Background: an optimization exercise with open tools, aiming at small area, a short achievable clock period and few clock cycles. Do not read the settings as production practice. The RTL was checked by simulation tests, not by an equivalence proof against the original design.

## nib_law
module nib_law (
    input  wire        clk,
    input  wire        rst,           
    input  wire        start,         
    input  wire        op_init,       
    input  wire        keep_hist,     
    input  wire        clear,         
    input  wire        outer,         
    input  wire        ff_en,
    input  wire [3:0]  outer_shift,   
    input  wire [3:0]  inner_shift,   
    input  wire [31:0] b0,
    input  wire [31:0] b1,
    input  wire [31:0] b2,
    input  wire [31:0] a1,
    input  wire [31:0] a2,
    input  wire [31:0] kp,
    input  wire [31:0] ki,
    input  wire [31:0] ff_gain,
    input  wire [31:0] d_min,
    input  wire [31:0] d_max,
    input  wire [31:0] lo,
    input  wire [31:0] hi,
    input  wire [31:0] e_o,           
    input  wire [31:0] i_set,         
    input  wire [31:0] i_n,           
    input  wire [31:0] v,             
    input  wire [31:0] vbus,          
    input  wire [19:0] period,        
    output wire        ready,
    output reg         done,
    output wire [31:0] d_out,
    output wire [19:0] on_out,
    output wire [31:0] iref_out,
    output wire [31:0] integ_out,
    output reg  [9:0]  flags
);
    localparam signed [31:0] QMAX = 32'sh7FFF_FFFF;
    localparam signed [31:0] QMIN = 32'sh8000_0000;
    localparam signed [31:0] BUS_FLOOR_V = 32'sd100000;
    localparam [3:0] P_FF = 4'd0, P_KP = 4'd1, P_KI = 4'd2, P_B1 = 4'd3,
                     P_B2 = 4'd4, P_A1 = 4'd5, P_A2 = 4'd6, P_B0 = 4'd7,
                     P_FIN = 4'd8, P_ON = 4'd9;
    function signed [31:0] sat48;
        input signed [47:0] x;
        begin
            if (x > $signed({{16{1'b0}}, QMAX}))
                sat48 = QMAX;
  ...
Size in the first run: about 12,000 cells after synthesis, ~1,100 flip-flops, roughly 110,000 sq um of cells after synthesis.
make LEC_CHECK=0 CAP_MARGIN=20 CORE_MARGIN=2 CORE_UTILIZATION=30 PLACE_DENSITY=0.5 SLEW_MARGIN=20 finish   # period 22.0 ns
run.sh (not shown) runs the stock make flow with config.mk's settings and CLKGATE_MAP_FILE= SYNTH_SCRIPT=/design/flow/synth_recipe.tcl, a recipe that flattens the netlist after the stock synthesis.
Testbench counts at the start, summed over its fixed seeds: cycles 34,611.
Next try:
--- a/flow/design.v
+++ b/flow/design.v
@@ -234,27 +234,36 @@
                               - {qn_2[1], 1'b0} - {2'd0, qn_2[0]};
     wire [2:0]  d_u1   = d_u0 - 3'd1;
     wire [30:0] d_q0   = {d_u0[2] ? d_z1 : d_z, d_u0[1:0]};
     wire [30:0] d_q1   = {d_u1[2] ? d_z1 : d_z, d_u1[1:0]};
     wire [30:0] d_q    = d_rem[35] ? d_q1 : d_q0;
     wire [30:0] ff_q   = d_tp[30:0];
     wire        ff_sat = d_ovf || (!r_dneg && (&ff_q));
     wire [31:0] ff_x   = !r_ffen ? 32'd0 :
                          ff_sat  ? (r_dneg ? QMIN : QMAX) :
                                    ({1'b0, ff_q} ^ {32{r_dneg}});
     wire        ff_ci  = r_ffen && !ff_sat && r_dneg;
     wire signed [31:0] ff_use = ff_x + {31'd0, ff_ci};
-    wire signed [47:0] pre_x = rnd_h({{14{h_kp[33]}}, h_kp} + {{16{integ[31]}}, integ}, g_kp, q_kp);
-    wire signed [47:0] ic_x  = rnd_h({{14{acc[63]}}, acc[63:30]} + {{16{integ[31]}}, integ},
-                                     acc[29:0] > 30'h2000_0000, acc[29:0] == 30'h2000_0000);
+    wire signed [47:0] integ_x  = {{16{integ[31]}}, integ};
+    wire signed [47:0] integ_x1 = integ_x + 48'sd1;
+    wire signed [47:0] kp_x     = {{14{h_kp[33]}}, h_kp};
+    wire signed [47:0] ki_x     = {{14{acc[63]}}, acc[63:30]};
+    wire signed [47:0] pre_0 = kp_x + integ_x;
+    wire signed [47:0] pre_1 = kp_x + integ_x1;
+    wire signed [47:0] ic_0  = ki_x + integ_x;
+    wire signed [47:0] ic_1  = ki_x + integ_x1;
+    wire               ki_g  = acc[29:0] > 30'h2000_0000;
+    wire               ki_q  = acc[29:0] == 30'h2000_0000;
+    wire signed [47:0] pre_x = (g_kp | (q_kp & ~pre_0[47])) ? pre_1 : pre_0;
+    wire signed [47:0] ic_x  = (ki_g | (ki_q & ~ic_0[47])) ? ic_1 : ic_0;
     wire signed [31:0] pre_s = sat48(pre_x);
     wire               upd   = (r_lo < pre_s) && (pre_s < r_hi) && !isp;
     wire signed [31:0] lh_cl = clamp(r_init ? r_in : pre_s, r_lo, r_hi);
     wire signed [32:0] ei_dif = {iref[31], iref} - {r_in[31], r_in};
     wire signed [47:0] ei_sh  = {{15{ei_dif[32]}}, ei_dif} <<< r_ish;
     wire signed [36:0] y_h    = acc[66:30];
     wire               y_tneg = (acc[29:0] == 30'd0) && (y_h[36] || y_h == 37'sd0);
     wire               y_hi   = (y_h >= $signed({5'd0, QMAX}));
     wire               y_lo   = y_tneg ? (y_h <= $signed({5'h1f, QMIN}) + 37'sd1)
                                        : (y_h <= $signed({5'h1f, QMIN}));
     wire signed [31:0] y_a    = y_hi ? QMAX : y_lo ? QMIN : y_h[31:0];
     wire               y_t    = y_tneg && !y_hi && !y_lo;
What happened:
- The changed run completed without violations
- die area goes up slightly
- core utilization barely changes
- routed wire length is higher by a few percent
- sequential share of layout area decreases by 0.47 points
- synthesized area goes up by a few percent
- via count grows by a few percent
- hold slack stays flat
- count of clock-buffer cells in the layout rose by 18
- cell area came out higher by a few percent
Testbench counts after the change, summed over its fixed seeds: cycles 34,611.

---

Starting RTL as in the previous note.
Settings: LEC_CHECK=0, CAP_MARGIN=20, CORE_MARGIN=2, CORE_UTILIZATION=55, PLACE_DENSITY=0.7, SLEW_MARGIN=20; clock period 22.0 ns.
Testbench counts at the start, summed over its fixed seeds: cycles 34,611.
Next try:
--- a/flow/design.v
+++ b/flow/design.v
@@ -237,21 +237,30 @@
     wire [30:0] d_q1   = {d_u1[2] ? d_z1 : d_z, d_u1[1:0]};
     wire [30:0] d_q    = d_rem[35] ? d_q1 : d_q0;
     wire [30:0] ff_q   = d_tp[30:0];
     wire        ff_sat = d_ovf || (!r_dneg && (&ff_q));
     wire [31:0] ff_x   = !r_ffen ? 32'd0 :
                          ff_sat  ? (r_dneg ? QMIN : QMAX) :
                                    ({1'b0, ff_q} ^ {32{r_dneg}});
     wire        ff_ci  = r_ffen && !ff_sat && r_dneg;
     wire signed [31:0] ff_use = ff_x + {31'd0, ff_ci};
-    wire signed [47:0] pre_x = rnd_h({{14{h_kp[33]}}, h_kp} + {{16{integ[31]}}, integ}, g_kp, q_kp);
-    wire signed [47:0] ic_x  = rnd_h({{14{acc[63]}}, acc[63:30]} + {{16{integ[31]}}, integ},
-                                     acc[29:0] > 30'h2000_0000, acc[29:0] == 30'h2000_0000);
+    wire signed [47:0] integ_x  = {{16{integ[31]}}, integ};
+    wire signed [47:0] integ_x1 = integ_x + 48'sd1;
+    wire signed [47:0] kp_x     = {{14{h_kp[33]}}, h_kp};
+    wire signed [47:0] ki_x     = {{14{acc[63]}}, acc[63:30]};
+    wire signed [47:0] pre_0 = kp_x + integ_x;
+    wire signed [47:0] pre_1 = kp_x + integ_x1;
+    wire signed [47:0] ic_0  = ki_x + integ_x;
+    wire signed [47:0] ic_1  = ki_x + integ_x1;
+    wire               ki_g  = acc[29:0] > 30'h2000_0000;
+    wire               ki_q  = acc[29:0] == 30'h2000_0000;
+    wire signed [47:0] pre_x = (g_kp | (q_kp & ~pre_0[47])) ? pre_1 : pre_0;
+    wire signed [47:0] ic_x  = (ki_g | (ki_q & ~ic_0[47])) ? ic_1 : ic_0;
     wire signed [31:0] pre_s = sat48(pre_x);
     wire               upd   = (r_lo < pre_s) && (pre_s < r_hi) && !isp;
     wire signed [31:0] lh_cl = clamp(r_init ? r_in : pre_s, r_lo, r_hi);
     wire signed [32:0] ei_dif = {iref[31], iref} - {r_in[31], r_in};
     wire signed [47:0] ei_sh  = {{15{ei_dif[32]}}, ei_dif} <<< r_ish;
     wire signed [36:0] y_h    = acc[66:30];
     wire               y_tneg = (acc[29:0] == 30'd0) && (y_h[36] || y_h == 37'sd0);
     wire               y_hi   = (y_h >= $signed({5'd0, QMAX}));
     wire               y_lo   = y_tneg ? (y_h <= $signed({5'h1f, QMIN}) + 37'sd1)
The new run completed without violations.
Synthesized cell count increases by 1.7%.
Routed wire length went up by 0.43%.
Global-route usage drops by 0.88 points.
Cell area rises by 2.1%.
Register-to-register slack gets better by 0.06 ns.
Via count grows by 1.9%.
Setup slack improves by 0.057 ns.
Core utilization went down by 0.12 points.
Maximum frequency goes up by 0.46%.
Final cell count is higher by 1.7%.
Synthesized area went up by 2.0%.
Testbench counts after the change, summed over its fixed seeds: cycles 34,611.

==> static timing again, ports no longer ideal <==
Ports are ideal in the flow. The routed layouts listed here were re-timed in OpenROAD. Step 1, drivers: a clkbuf_16 drives clk and a buf_2 each remaining input, both assumed. Step 2 moves the port delays by t, midway between the first and last clock arrival at a register: inputs arrive t later, outputs are due t later. That takes back most of the time a late clock gives input paths. a / b / c = ideal / step 1 / step 2; a / b = the first two.
run | shift t [ns] | slack for setup (ns) | clock arrival spread, ns | slew at the worst register clock pin (ns)
the first run of note 1 | 0.932 | 9.962 / 9.962 / 9.962 | 0.090 / 0.089 | 0.07 / 0.07
the second run of note 1 | 0.969 | 9.445 / 9.445 / 9.445 | 0.091 / 0.091 | 0.07 / 0.07
the first run of note 2 | 0.912 | 9.474 / 9.474 / 9.474 | 0.096 / 0.097 | 0.07 / 0.07
the second run of note 2 | 0.889 | 9.531 / 9.531 / 9.531 | 0.148 / 0.148 | 0.07 / 0.07
After both steps every run listed still meets setup and hold.
